What follows belongs to an exercise in optimizing a design on an open flow for small area, a short achievable clock period and few clock cycles per item; a production flow would make more cautious choices.
Only simulation tests tie the RTL to the original design; equivalence was not proved.

==> inputs of job 7323 <==
==> flow/design.v (excerpt) <==
module tile_verify (
    input  wire         clk,
    input  wire         rst,           
    input  wire         in_valid,
    output reg          in_ready,
    input  wire [287:0] in_data,       
    input  wire [15:0]  in_tile,       
    input  wire [7:0]   in_owner,      
    input  wire [71:0]  in_side,       
    output reg          res_valid,
    output reg          res_pass,
    output reg  [2:0]   res_cause,     
    output reg  [5:0]   res_ce,        
    output reg          out_valid,
    output wire [255:0] out_data
);
==> module tile_verify, before the edit <==
module tile_verify (
    input  wire         clk,
    input  wire         rst,           
    input  wire         in_valid,
    output reg          in_ready,
    input  wire [287:0] in_data,       
    input  wire [15:0]  in_tile,       
    input  wire [7:0]   in_owner,      
    input  wire [71:0]  in_side,       
    output reg          res_valid,
    output reg          res_pass,
    output reg  [2:0]   res_cause,     
    output reg  [5:0]   res_ce,        
    output reg          out_valid,
    output wire [255:0] out_data
);
    localparam [31:0] CRC32C_POLY = 32'h82F6_3B78;    
    localparam [2:0] C_NONE = 3'd0, C_CRC = 3'd1, C_UNSEALED = 3'd2,
                     C_OWNER = 3'd3, C_ECC = 3'd4;
    function [31:0] crc32c_byte(input [31:0] c_in, input [7:0] b);
        integer   k;
        reg [31:0] c;
        begin
            c = c_in;
            for (k = 0; k < 8; k = k + 1) begin
                if (c[0] ^ b[k]) c = (c >> 1) ^ CRC32C_POLY;
                else             c = c >> 1;
            end
            crc32c_byte = c;
        end
    endfunction
    reg  [287:0] in_q;
    reg  [15:0]  tile_in;
    reg  [7:0]   owner_in;
    reg  [71:0]  side_in;
    reg          v_in;            
    reg  [2:0]   ph;              
    reg  [2:0]   last;            
    wire accept = in_valid && in_ready && !rst;
    wire [2:0] nacc = (v_in ? ph : last) + 3'd1;
    wire       idle = (ph == 3'd7) && !v_in && (nacc == 3'd0) && !accept;
    always @(posedge clk) begin
        in_q     <= in_data;
        tile_in  <= in_tile;
        owner_in <= in_owner;
        side_in  <= in_side;
    end
    always @(posedge clk) begin
        if (rst) begin
            v_in     <= 1'b0;
            ph       <= 3'd7;
            last     <= 3'd7;
            in_ready <= 1'b1;
        end else begin
            v_in     <= accept;
            if (!idle) ph <= ph + 3'd1;
            if (v_in) last <= ph;
            in_ready <= accept || idle || (nacc == ph + 3'd2);
        end
    end
    wire [255:0] beat_data;
    wire [3:0]   beat_ce, beat_ue;
    genvar g;
    generate
        for (g = 0; g < 4; g = g + 1) begin : g_dec
            tile_secded_dec u_dec (
                .cw   (in_q[72*g +: 72]),
                .data (beat_data[64*g +: 64]),
                .ce   (beat_ce[g]),
                .ue   (beat_ue[g])
            );
        end
    endgenerate
    wire [63:0] side_word;
    wire        side_ce, side_ue;
    tile_secded_dec u_side (
        .cw   (side_in),
        .data (side_word),
        .ce   (side_ce),
        .ue   (side_ue)
    );
    reg [255:0] ring [0:7];
    integer r;
    always @(posedge clk) begin
        ring[0] <= v_in ? beat_data : ring[7];
        for (r = 1; r < 8; r = r + 1)
            ring[r] <= ring[r-1];
    end
    assign out_data = ring[7];
    reg [31:0]   crc;             
    wire [31:0] crc_start = (ph == 3'd0) ? 32'hFFFF_FFFF : crc;
    wire [31:0] crc_next;
    tile_crc_beat u_crc (.c(crc_start), .d(beat_data), .o(crc_next));
    reg          data_ue;
    reg [5:0]    ce_cnt;
    reg [15:0]   tile_q;
    reg [7:0]    owner_q;
    reg          side_sealed;
    reg [7:0]    side_owner;
    reg [31:0]   side_crc;
    wire first = (ph == 3'd0);
    wire [2:0] beat_ce_cnt = {2'b00, beat_ce[0]} + {2'b00, beat_ce[1]}
                           + {2'b00, beat_ce[2]} + {2'b00, beat_ce[3]};
    wire       ue_now   = (first ? 1'b0 : data_ue) | (|beat_ue);
    wire [5:0] ce_now   = (first ? {5'd0, side_ce} : ce_cnt) + {3'b000, beat_ce_cnt};
    always @(posedge clk) begin
        if (v_in) begin
            crc     <= crc_next;
            data_ue <= ue_now;
            ce_cnt  <= ce_now;
            if (first) begin
                tile_q  <= tile_in;
                owner_q <= owner_in;
                side_sealed <= side_ue ? 1'b0  : side_word[40];
                side_owner  <= side_ue ? 8'h00 : side_word[39:32];
                side_crc    <= side_ue ? 32'd0 : side_word[31:0];
            end
        end
    end
    reg [31:0] crc_final;
    always @* begin
        crc_final = crc_next;
        crc_final = crc32c_byte(crc_final, tile_q[7:0]);
        crc_final = crc32c_byte(crc_final, tile_q[15:8]);
        crc_final = crc32c_byte(crc_final, owner_q);
        crc_final = ~crc_final;
    end
    reg [2:0] cause;
    always @* begin
        if (ue_now)                     cause = C_ECC;
        else if (!side_sealed)          cause = C_UNSEALED;
        else if (side_owner != owner_q) cause = C_OWNER;
        else if (crc_final != side_crc) cause = C_CRC;
        else                            cause = C_NONE;
    end
    wire last_beat = v_in && (ph == 3'd7);
    always @(posedge clk) begin
        if (rst) begin
            res_valid <= 1'b0;
            out_valid <= 1'b0;
        end else begin
            res_valid <= last_beat;
            if (ph == 3'd7)
                out_valid <= last_beat && (cause == C_NONE);
        end
        if (last_beat) begin
            res_pass  <= (cause == C_NONE);
            res_cause <= cause;
            res_ce    <= ce_now;
        end
    end
endmodule
Settings: LEC_CHECK=0, CAP_MARGIN=20, CORE_MARGIN=2, CORE_UTILIZATION=40, SLEW_MARGIN=20; clock period 50.0 ns.
run.sh (not shown) runs the stock make flow with config.mk's settings and CLKGATE_MAP_FILE= SYNTH_SCRIPT=/design/flow/synth_recipe.tcl, a recipe that flattens the netlist after the stock synthesis.
==> job 6514: changes against job 7323 <==
--- a/flow/design.v
+++ b/flow/design.v
@@ -248,16 +248,4 @@
     localparam [2:0] C_NONE = 3'd0, C_CRC = 3'd1, C_UNSEALED = 3'd2,
                      C_OWNER = 3'd3, C_ECC = 3'd4;
-    function [31:0] crc32c_byte(input [31:0] c_in, input [7:0] b);
-        integer   k;
-        reg [31:0] c;
-        begin
-            c = c_in;
-            for (k = 0; k < 8; k = k + 1) begin
-                if (c[0] ^ b[k]) c = (c >> 1) ^ CRC32C_POLY;
-                else             c = c >> 1;
-            end
-            crc32c_byte = c;
-        end
-    endfunction
     reg  [287:0] in_q;
     reg  [15:0]  tile_in;
@@ -327,6 +315,6 @@
     reg [7:0]    owner_q;
     reg          side_sealed;
-    reg [7:0]    side_owner;
-    reg [31:0]   side_crc;
+    reg          owner_ok;
+    reg [31:0]   crc_want;        
     wire first = (ph == 3'd0);
     wire [2:0] beat_ce_cnt = {2'b00, beat_ce[0]} + {2'b00, beat_ce[1]}
@@ -334,4 +322,25 @@
     wire       ue_now   = (first ? 1'b0 : data_ue) | (|beat_ue);
     wire [5:0] ce_now   = (first ? {5'd0, side_ce} : ce_cnt) + {3'b000, beat_ce_cnt};
+    function [31:0] crc_unstep(input [31:0] c_in, input b);
+        reg [31:0] t;
+        begin
+            t = c_in[31] ? (c_in ^ CRC32C_POLY) : c_in;
+            crc_unstep = {t[30:0], c_in[31] ^ b};
+        end
+    endfunction
+    wire [23:0] msg = {owner_q, tile_q};
+    reg  [3:0]  msg4;
+    always @* begin
+        case (ph)
+            3'd1:    msg4 = msg[23:20];
+            3'd2:    msg4 = msg[19:16];
+            3'd3:    msg4 = msg[15:12];
+            3'd4:    msg4 = msg[11:8];
+            3'd5:    msg4 = msg[7:4];
+            default: msg4 = msg[3:0];
+        endcase
+    end
+    wire [31:0] want_back = crc_unstep(crc_unstep(crc_unstep(crc_unstep(
+                                crc_want, msg4[3]), msg4[2]), msg4[1]), msg4[0]);
     always @(posedge clk) begin
         if (v_in) begin
@@ -342,24 +351,18 @@
                 tile_q  <= tile_in;
                 owner_q <= owner_in;
-                side_sealed <= side_ue ? 1'b0  : side_word[40];
-                side_owner  <= side_ue ? 8'h00 : side_word[39:32];
-                side_crc    <= side_ue ? 32'd0 : side_word[31:0];
+                side_sealed <= side_ue ? 1'b0 : side_word[40];
+                owner_ok    <= (side_ue ? 8'h00 : side_word[39:32]) == owner_in;
+                crc_want    <= ~(side_ue ? 32'd0 : side_word[31:0]);
+            end else if (ph != 3'd7) begin
+                crc_want    <= want_back;
             end
         end
     end
-    reg [31:0] crc_final;
-    always @* begin
-        crc_final = crc_next;
-        crc_final = crc32c_byte(crc_final, tile_q[7:0]);
-        crc_final = crc32c_byte(crc_final, tile_q[15:8]);
-        crc_final = crc32c_byte(crc_final, owner_q);
-        crc_final = ~crc_final;
-    end
     reg [2:0] cause;
     always @* begin
         if (ue_now)                     cause = C_ECC;
         else if (!side_sealed)          cause = C_UNSEALED;
-        else if (side_owner != owner_q) cause = C_OWNER;
-        else if (crc_final != side_crc) cause = C_CRC;
+        else if (!owner_ok)             cause = C_OWNER;
+        else if (crc_next != crc_want)  cause = C_CRC;
         else                            cause = C_NONE;
     end
==> qor summary <==
Run status: job 7323 no timing/DRC/antenna violations; job 6514 no timing/DRC/antenna violations
Slew @ Worst Pin: job 7323 1.294 ns; job 6514 1.280 ns
Type of destination of the critical path: job 7323 flip-flop; job 6514 output pin
Inverter count of the layout excluding clock inverters: job 7323 18; job 6514 19
WP data arrival: job 7323 13.32 ns; job 6514 1.87 ns
Design Area, Final: job 7323 0.1121 sq mm; job 6514 0.1097 sq mm
Multiplexer share of the synthesized area: job 7323 0.1611%; job 6514 0.2380%
Effective utilization at floorplan: job 7323 40.28%; job 6514 40.24%
Number of multi-input combinational cells: job 7323 3,777; job 6514 3,572
Placed cell count: job 7323 10.27k; job 6514 10.02k
Die outline width: job 7323 482.6 microns; job 6514 476.7 microns
Portion of the layout cell area used by non-clock buffers: job 7323 7.554%; job 6514 7.713%
Adder and majority cell fraction of the synthesized area: job 7323 0.1475%; job 6514 0.1932%
Tcrit/Tclk final: job 7323 25.50%; job 6514 23.74%
WL per Instance: job 7323 36.46 microns; job 6514 34.65 microns
Testbench counts of job 7323, summed over its fixed seeds: cycles 4,161, tiles 512.
Testbench counts of job 6514, summed over its fixed seeds: cycles 4,161, tiles 512.

==> run M: inputs <==
Another version of the RTL of tile_verify (not shown whole).
## tile_verify
module tile_verify (
    input  wire         clk,
    input  wire         rst,           
    input  wire         in_valid,
    output reg          in_ready,
    input  wire [287:0] in_data,       
    input  wire [15:0]  in_tile,       
    input  wire [7:0]   in_owner,      
    input  wire [71:0]  in_side,       
    output reg          res_valid,
    output reg          res_pass,
    output reg  [2:0]   res_cause,     
    output reg  [5:0]   res_ce,        
    output reg          out_valid,
    output wire [255:0] out_data
);
==> module tile_verify, before the edit <==
module tile_verify (
    input  wire         clk,
    input  wire         rst,           
    input  wire         in_valid,
    output reg          in_ready,
    input  wire [287:0] in_data,       
    input  wire [15:0]  in_tile,       
    input  wire [7:0]   in_owner,      
    input  wire [71:0]  in_side,       
    output reg          res_valid,
    output reg          res_pass,
    output reg  [2:0]   res_cause,     
    output reg  [5:0]   res_ce,        
    output reg          out_valid,
    output wire [255:0] out_data
);
    localparam [31:0] CRC32C_POLY = 32'h82F6_3B78;    
    localparam [2:0] C_NONE = 3'd0, C_CRC = 3'd1, C_UNSEALED = 3'd2,
                     C_OWNER = 3'd3, C_ECC = 3'd4;
    reg  [287:0] in_q;
    reg  [71:0]  side_in;
    reg          v_in;            
    reg  [2:0]   ph;              
    reg  [2:0]   last;            
    wire accept = in_valid && in_ready && !rst;
    wire [2:0] nacc = (v_in ? ph : last) + 3'd1;
    wire       idle = (ph == 3'd7) && !v_in && (nacc == 3'd0) && !accept;
    always @(posedge clk) begin
        in_q     <= in_data;
        side_in  <= in_side;
    end
    reg  [15:0]  tile_q;
    reg  [7:0]   owner_q;
    always @(posedge clk) begin
        if (accept && nacc == 3'd0) begin
            tile_q  <= in_tile;
            owner_q <= in_owner;
        end
    end
    always @(posedge clk) begin
        if (rst) begin
            v_in     <= 1'b0;
            ph       <= 3'd7;
            last     <= 3'd7;
            in_ready <= 1'b1;
        end else begin
            v_in     <= accept;
            if (!idle) ph <= ph + 3'd1;
            if (v_in) last <= ph;
            in_ready <= accept || idle || (nacc == ph + 3'd2);
        end
    end
    wire [255:0] beat_data;
    wire [3:0]   beat_ce, beat_ue;
    genvar g;
    generate
        for (g = 0; g < 4; g = g + 1) begin : g_dec
            tile_secded_dec u_dec (
                .cw   (in_q[72*g +: 72]),
                .data (beat_data[64*g +: 64]),
                .ce   (beat_ce[g]),
                .ue   (beat_ue[g])
            );
        end
    endgenerate
    wire [63:0] side_word;
    wire        side_ce, side_ue;
    tile_secded_dec u_side (
        .cw   (side_in),
        .data (side_word),
        .ce   (side_ce),
        .ue   (side_ue)
    );
    reg [255:0] ring [0:7];
    integer r;
    always @(posedge clk) begin
        ring[0] <= v_in ? beat_data : ring[7];
        for (r = 1; r < 8; r = r + 1)
            ring[r] <= ring[r-1];
    end
    assign out_data = ring[7];
    reg [31:0]   crc;             
    wire [31:0] crc_start = (ph == 3'd0) ? 32'hFFFF_FFFF : crc;
    wire [31:0] crc_next;
    tile_crc_beat u_crc (.c(crc_start), .d(beat_data), .o(crc_next));
    reg          data_ue;
    reg [5:0]    ce_cnt;
    reg          side_sealed;
    reg          owner_ok;
    reg [31:0]   crc_want;        
    wire first = (ph == 3'd0);
    wire [2:0] beat_ce_cnt = {2'b00, beat_ce[0]} + {2'b00, beat_ce[1]}
                           + {2'b00, beat_ce[2]} + {2'b00, beat_ce[3]};
    wire       ue_now   = (first ? 1'b0 : data_ue) | (|beat_ue);
    wire [5:0] ce_now   = (first ? {5'd0, side_ce} : ce_cnt) + {3'b000, beat_ce_cnt};
    function [31:0] crc_unstep(input [31:0] c_in, input b);
        reg [31:0] t;
        begin
            t = c_in[31] ? (c_in ^ CRC32C_POLY) : c_in;
            crc_unstep = {t[30:0], c_in[31] ^ b};
        end
    endfunction
    wire [23:0] msg = {owner_q, tile_q};
    reg  [3:0]  msg4;
    always @* begin
        case (ph)
            3'd1:    msg4 = msg[23:20];
            3'd2:    msg4 = msg[19:16];
            3'd3:    msg4 = msg[15:12];
            3'd4:    msg4 = msg[11:8];
            3'd5:    msg4 = msg[7:4];
            default: msg4 = msg[3:0];
        endcase
    end
    wire [31:0] want_back = crc_unstep(crc_unstep(crc_unstep(crc_unstep(
                                crc_want, msg4[3]), msg4[2]), msg4[1]), msg4[0]);
    always @(posedge clk) begin
        if (v_in) begin
            crc     <= crc_next;
            data_ue <= ue_now;
            ce_cnt  <= ce_now;
            if (first) begin
                side_sealed <= side_ue ? 1'b0 : side_word[40];
                owner_ok    <= (side_ue ? 8'h00 : side_word[39:32]) == owner_q;
                crc_want    <= ~(side_ue ? 32'd0 : side_word[31:0]);
            end else if (ph != 3'd7) begin
                crc_want    <= want_back;
            end
        end
    end
    reg [2:0] cause;
    always @* begin
        if (ue_now)                     cause = C_ECC;
        else if (!side_sealed)          cause = C_UNSEALED;
        else if (!owner_ok)             cause = C_OWNER;
        else if (crc_next != crc_want)  cause = C_CRC;
        else                            cause = C_NONE;
    end
    wire last_beat = v_in && (ph == 3'd7);
    always @(posedge clk) begin
        if (rst) begin
            res_valid <= 1'b0;
            out_valid <= 1'b0;
        end else begin
            res_valid <= last_beat;
            if (ph == 3'd7)
                out_valid <= last_beat && (cause == C_NONE);
        end
        if (last_beat) begin
            res_pass  <= (cause == C_NONE);
            res_cause <= cause;
            res_ce    <= ce_now;
        end
    end
endmodule
Settings: LEC_CHECK=0, CAP_MARGIN=20, CORE_MARGIN=2, CORE_UTILIZATION=40, CTS_CLUSTER_DIAMETER=100, CTS_CLUSTER_SIZE=28, SLEW_MARGIN=20; clock period 50.0 ns.
standard.sh (not shown) runs the stock make flow with config.mk's settings and CLKGATE_MAP_FILE= SYNTH_SCRIPT=/design/flow/synth_recipe.tcl, a recipe that flattens the netlist after the stock synthesis.
==> flow/flow/run.sh <==
#!/bin/bash
# The standard layout, with the port buffers made of buf_2 cells instead of the
# delay buffers buffer_ports picks by itself. ORFS's step logs stay in orfs/logs/.
set -euo pipefail
bash standard.sh "BUFFER_PORTS_ARGS=-buffer_cell sky130_fd_sc_hd__buf_2" finish > standard.log 2>&1
==> run D: changes against run M <==
--- a/flow/design.v
+++ b/flow/design.v
@@ -250,2 +250,4 @@
     reg  [287:0] in_q;
+    reg  [15:0]  tile_in;
+    reg  [7:0]   owner_in;
     reg  [71:0]  side_in;
@@ -259,12 +261,6 @@
         in_q     <= in_data;
+        tile_in  <= in_tile;
+        owner_in <= in_owner;
         side_in  <= in_side;
     end
-    reg  [15:0]  tile_q;
-    reg  [7:0]   owner_q;
-    always @(posedge clk) begin
-        if (accept && nacc == 3'd0) begin
-            tile_q  <= in_tile;
-            owner_q <= in_owner;
-        end
-    end
     always @(posedge clk) begin
@@ -317,2 +313,4 @@
     reg [5:0]    ce_cnt;
+    reg [15:0]   tile_q;
+    reg [7:0]    owner_q;
     reg          side_sealed;
@@ -352,4 +350,6 @@
             if (first) begin
+                tile_q  <= tile_in;
+                owner_q <= owner_in;
                 side_sealed <= side_ue ? 1'b0 : side_word[40];
-                owner_ok    <= (side_ue ? 8'h00 : side_word[39:32]) == owner_q;
+                owner_ok    <= (side_ue ? 8'h00 : side_word[39:32]) == owner_in;
                 crc_want    <= ~(side_ue ? 32'd0 : side_word[31:0]);
CTS_CLUSTER_DIAMETER = default   (was 100)
CTS_CLUSTER_SIZE = default   (was 28)
==> run B: changes against run M <==
--- a/flow/design.v
+++ b/flow/design.v
@@ -250,2 +250,4 @@
     reg  [287:0] in_q;
+    reg  [15:0]  tile_in;
+    reg  [7:0]   owner_in;
     reg  [71:0]  side_in;
@@ -259,12 +261,6 @@
         in_q     <= in_data;
+        tile_in  <= in_tile;
+        owner_in <= in_owner;
         side_in  <= in_side;
     end
-    reg  [15:0]  tile_q;
-    reg  [7:0]   owner_q;
-    always @(posedge clk) begin
-        if (accept && nacc == 3'd0) begin
-            tile_q  <= in_tile;
-            owner_q <= in_owner;
-        end
-    end
     always @(posedge clk) begin
@@ -317,2 +313,4 @@
     reg [5:0]    ce_cnt;
+    reg [15:0]   tile_q;
+    reg [7:0]    owner_q;
     reg          side_sealed;
@@ -352,4 +350,6 @@
             if (first) begin
+                tile_q  <= tile_in;
+                owner_q <= owner_in;
                 side_sealed <= side_ue ? 1'b0 : side_word[40];
-                owner_ok    <= (side_ue ? 8'h00 : side_word[39:32]) == owner_q;
+                owner_ok    <= (side_ue ? 8'h00 : side_word[39:32]) == owner_in;
                 crc_want    <= ~(side_ue ? 32'd0 : side_word[31:0]);
==> run Y: changes against run M <==
--- a/flow/design.v
+++ b/flow/design.v
@@ -250,2 +250,4 @@
     reg  [287:0] in_q;
+    reg  [15:0]  tile_in;
+    reg  [7:0]   owner_in;
     reg  [71:0]  side_in;
@@ -259,12 +261,6 @@
         in_q     <= in_data;
+        tile_in  <= in_tile;
+        owner_in <= in_owner;
         side_in  <= in_side;
     end
-    reg  [15:0]  tile_q;
-    reg  [7:0]   owner_q;
-    always @(posedge clk) begin
-        if (accept && nacc == 3'd0) begin
-            tile_q  <= in_tile;
-            owner_q <= in_owner;
-        end
-    end
     always @(posedge clk) begin
@@ -317,2 +313,4 @@
     reg [5:0]    ce_cnt;
+    reg [15:0]   tile_q;
+    reg [7:0]    owner_q;
     reg          side_sealed;
@@ -352,4 +350,6 @@
             if (first) begin
+                tile_q  <= tile_in;
+                owner_q <= owner_in;
                 side_sealed <= side_ue ? 1'b0 : side_word[40];
-                owner_ok    <= (side_ue ? 8'h00 : side_word[39:32]) == owner_q;
+                owner_ok    <= (side_ue ? 8'h00 : side_word[39:32]) == owner_in;
                 crc_want    <= ~(side_ue ? 32'd0 : side_word[31:0]);
--- a/flow/flow/run.sh
+++ b/flow/flow/run.sh
@@ -4,2 +4,2 @@
 set -euo pipefail
-bash standard.sh "BUFFER_PORTS_ARGS=-buffer_cell sky130_fd_sc_hd__buf_2" finish > standard.log 2>&1
+bash standard.sh "BUFFER_PORTS_ARGS=-buffer_cell sky130_fd_sc_hd__buf_2" SETUP_SLACK_MARGIN=38.8 finish > standard.log 2>&1
CTS_CLUSTER_DIAMETER = default   (was 100)
CTS_CLUSTER_SIZE = default   (was 28)
==> reports/qor_table.md <==
| Stage | Result | Value |
|---|---|---|
| status | Result of the run | no timing/DRC/antenna violations |
| critical path | Worst Path Max Fanout | 1 |
| worst hold path | Startpoint of the most critical hold path | ring[1][9] |
| logic synthesis | Post-synthesis share of cell area spent on xor and xnor gates | 32.84% |
| final layout | Area taken by multi-input logic gates | 37,280 µm² |
| final layout | Relative area of clock buffers and inverters in the final design | 7.176% |
| global routing | Wire length of the first global-routing pass | 470,200 µm |
| detailed routing | Met1 Routed Length | 162,100 µm |
| final layout | Invs w/o clock | 19 |
| final layout | Area of all placed cells without fillers | 108,800 µm² |
| timing | Max Clock Freq | 87.60 MHz |
| logic synthesis | Synthesis-stage register bit count | 2,549 |
the above is filed under run Y

==> reports/qor_table.md <==
| Stage | Result | Value |
|---|---|---|
| status | Result of the run | no timing/DRC/antenna violations |
| final layout | Invs w/o clock | 21 |
| final layout | Area taken by multi-input logic gates | 36,740 µm² |
| logic synthesis | Post-synthesis share of cell area spent on xor and xnor gates | 33.08% |
| final layout | Relative area of clock buffers and inverters in the final design | 3.082% |
| logic synthesis | Synthesis-stage register bit count | 2,525 |
| global routing | Wire length of the first global-routing pass | 458,500 µm |
| detailed routing | Met1 Routed Length | 162,400 µm |
| critical path | Worst Path Max Fanout | 2 |
the above is filed under run M

==> reports/qor_table.md <==
| Stage | Result | Value |
|---|---|---|
| global routing | Wire length of the first global-routing pass | 459,800 µm |
| critical path | Worst path cell trace | buf_2 |
| final layout | Area taken by multi-input logic gates | 37,280 µm² |
| logic synthesis | Post-synthesis share of cell area spent on xor and xnor gates | 32.84% |
| critical path | Worst Path Max Fanout | 2 |
| final layout | Utilization of the core after routing | 45.64% |
| status | Result of the run | no timing/DRC/antenna violations |
| final layout | Invs w/o clock | 19 |
| final layout | Relative area of clock buffers and inverters in the final design | 3.024% |
| final layout | Area of all placed cells without fillers | 101,400 µm² |
| logic synthesis | Synthesis-stage register bit count | 2,549 |
| detailed routing | Met1 Routed Length | 161,400 µm |
| timing | Max Clock Freq | 87.66 MHz |
the above is filed under run B

==> reports/qor_table.md <==
| Stage | Result | Value |
|---|---|---|
| status | Result of the run | no timing/DRC/antenna violations |
| timing | Max Clock Freq | 87.32 MHz |
| global routing | Wire length of the first global-routing pass | 466,800 µm |
| worst hold path | Startpoint of the most critical hold path | ring[1][9] |
| logic synthesis | Post-synthesis share of cell area spent on xor and xnor gates | 32.84% |
| final layout | Invs w/o clock | 19 |
| logic synthesis | Synthesis-stage register bit count | 2,549 |
| final layout | Area taken by multi-input logic gates | 37,280 µm² |
| final layout | Relative area of clock buffers and inverters in the final design | 7.358% |
| final layout | Area of all placed cells without fillers | 106,100 µm² |
the above is filed under run D

Testbench counts of run M, summed over its fixed seeds: cycles 4,161, tiles 512.
Testbench counts of run D, summed over its fixed seeds: cycles 4,161, tiles 512.
Testbench counts of run B, summed over its fixed seeds: cycles 4,161, tiles 512.
Testbench counts of run Y, summed over its fixed seeds: cycles 4,161, tiles 512.

what the ideal ports hide:
No port has a modelled driver above. Below, the same layouts with a new extraction and two added sets of constraints.
Step 1 assumes that a clkbuf_16 drives the clock port and a buf_2 every other input.
Step 2, shift: input delay + t, output delay - t, t = (earliest + latest rising clock arrival at the registers) / 2. This alone moves slack from input paths to output paths.
a / b / c = ideal / step 1 / step 2; a / b = the first two.
| run | shift t [ns] | slack for setup (ns) | worst hold slack (ns) |
|---|---|---|---|
| job 7323 | 0.948 | 37.251 / 37.251 / 37.251 | 0.252 / 0.252 / 0.252 |
| job 6514 | 0.933 | 38.131 / 38.041 / 38.339 | 0.273 / 0.273 / 0.273 |
| run M | 0.879 | 38.561 / 38.470 / 38.451 | 0.286 / 0.286 / 0.286 |
| run D | 0.938 | 38.547 / 38.449 / 38.843 | 0.254 / 0.254 / 0.254 |
| run B | 0.885 | 38.593 / 38.499 / 38.855 | 0.304 / 0.304 / 0.304 |
| run Y | 0.940 | 38.585 / 38.485 / 38.839 | 0.256 / 0.256 / 0.256 |
After both steps setup and hold are still met in every run listed. The setup slack of run M, which loses most, moves by -0.091 ns with the drivers and by -0.110 ns with both steps.
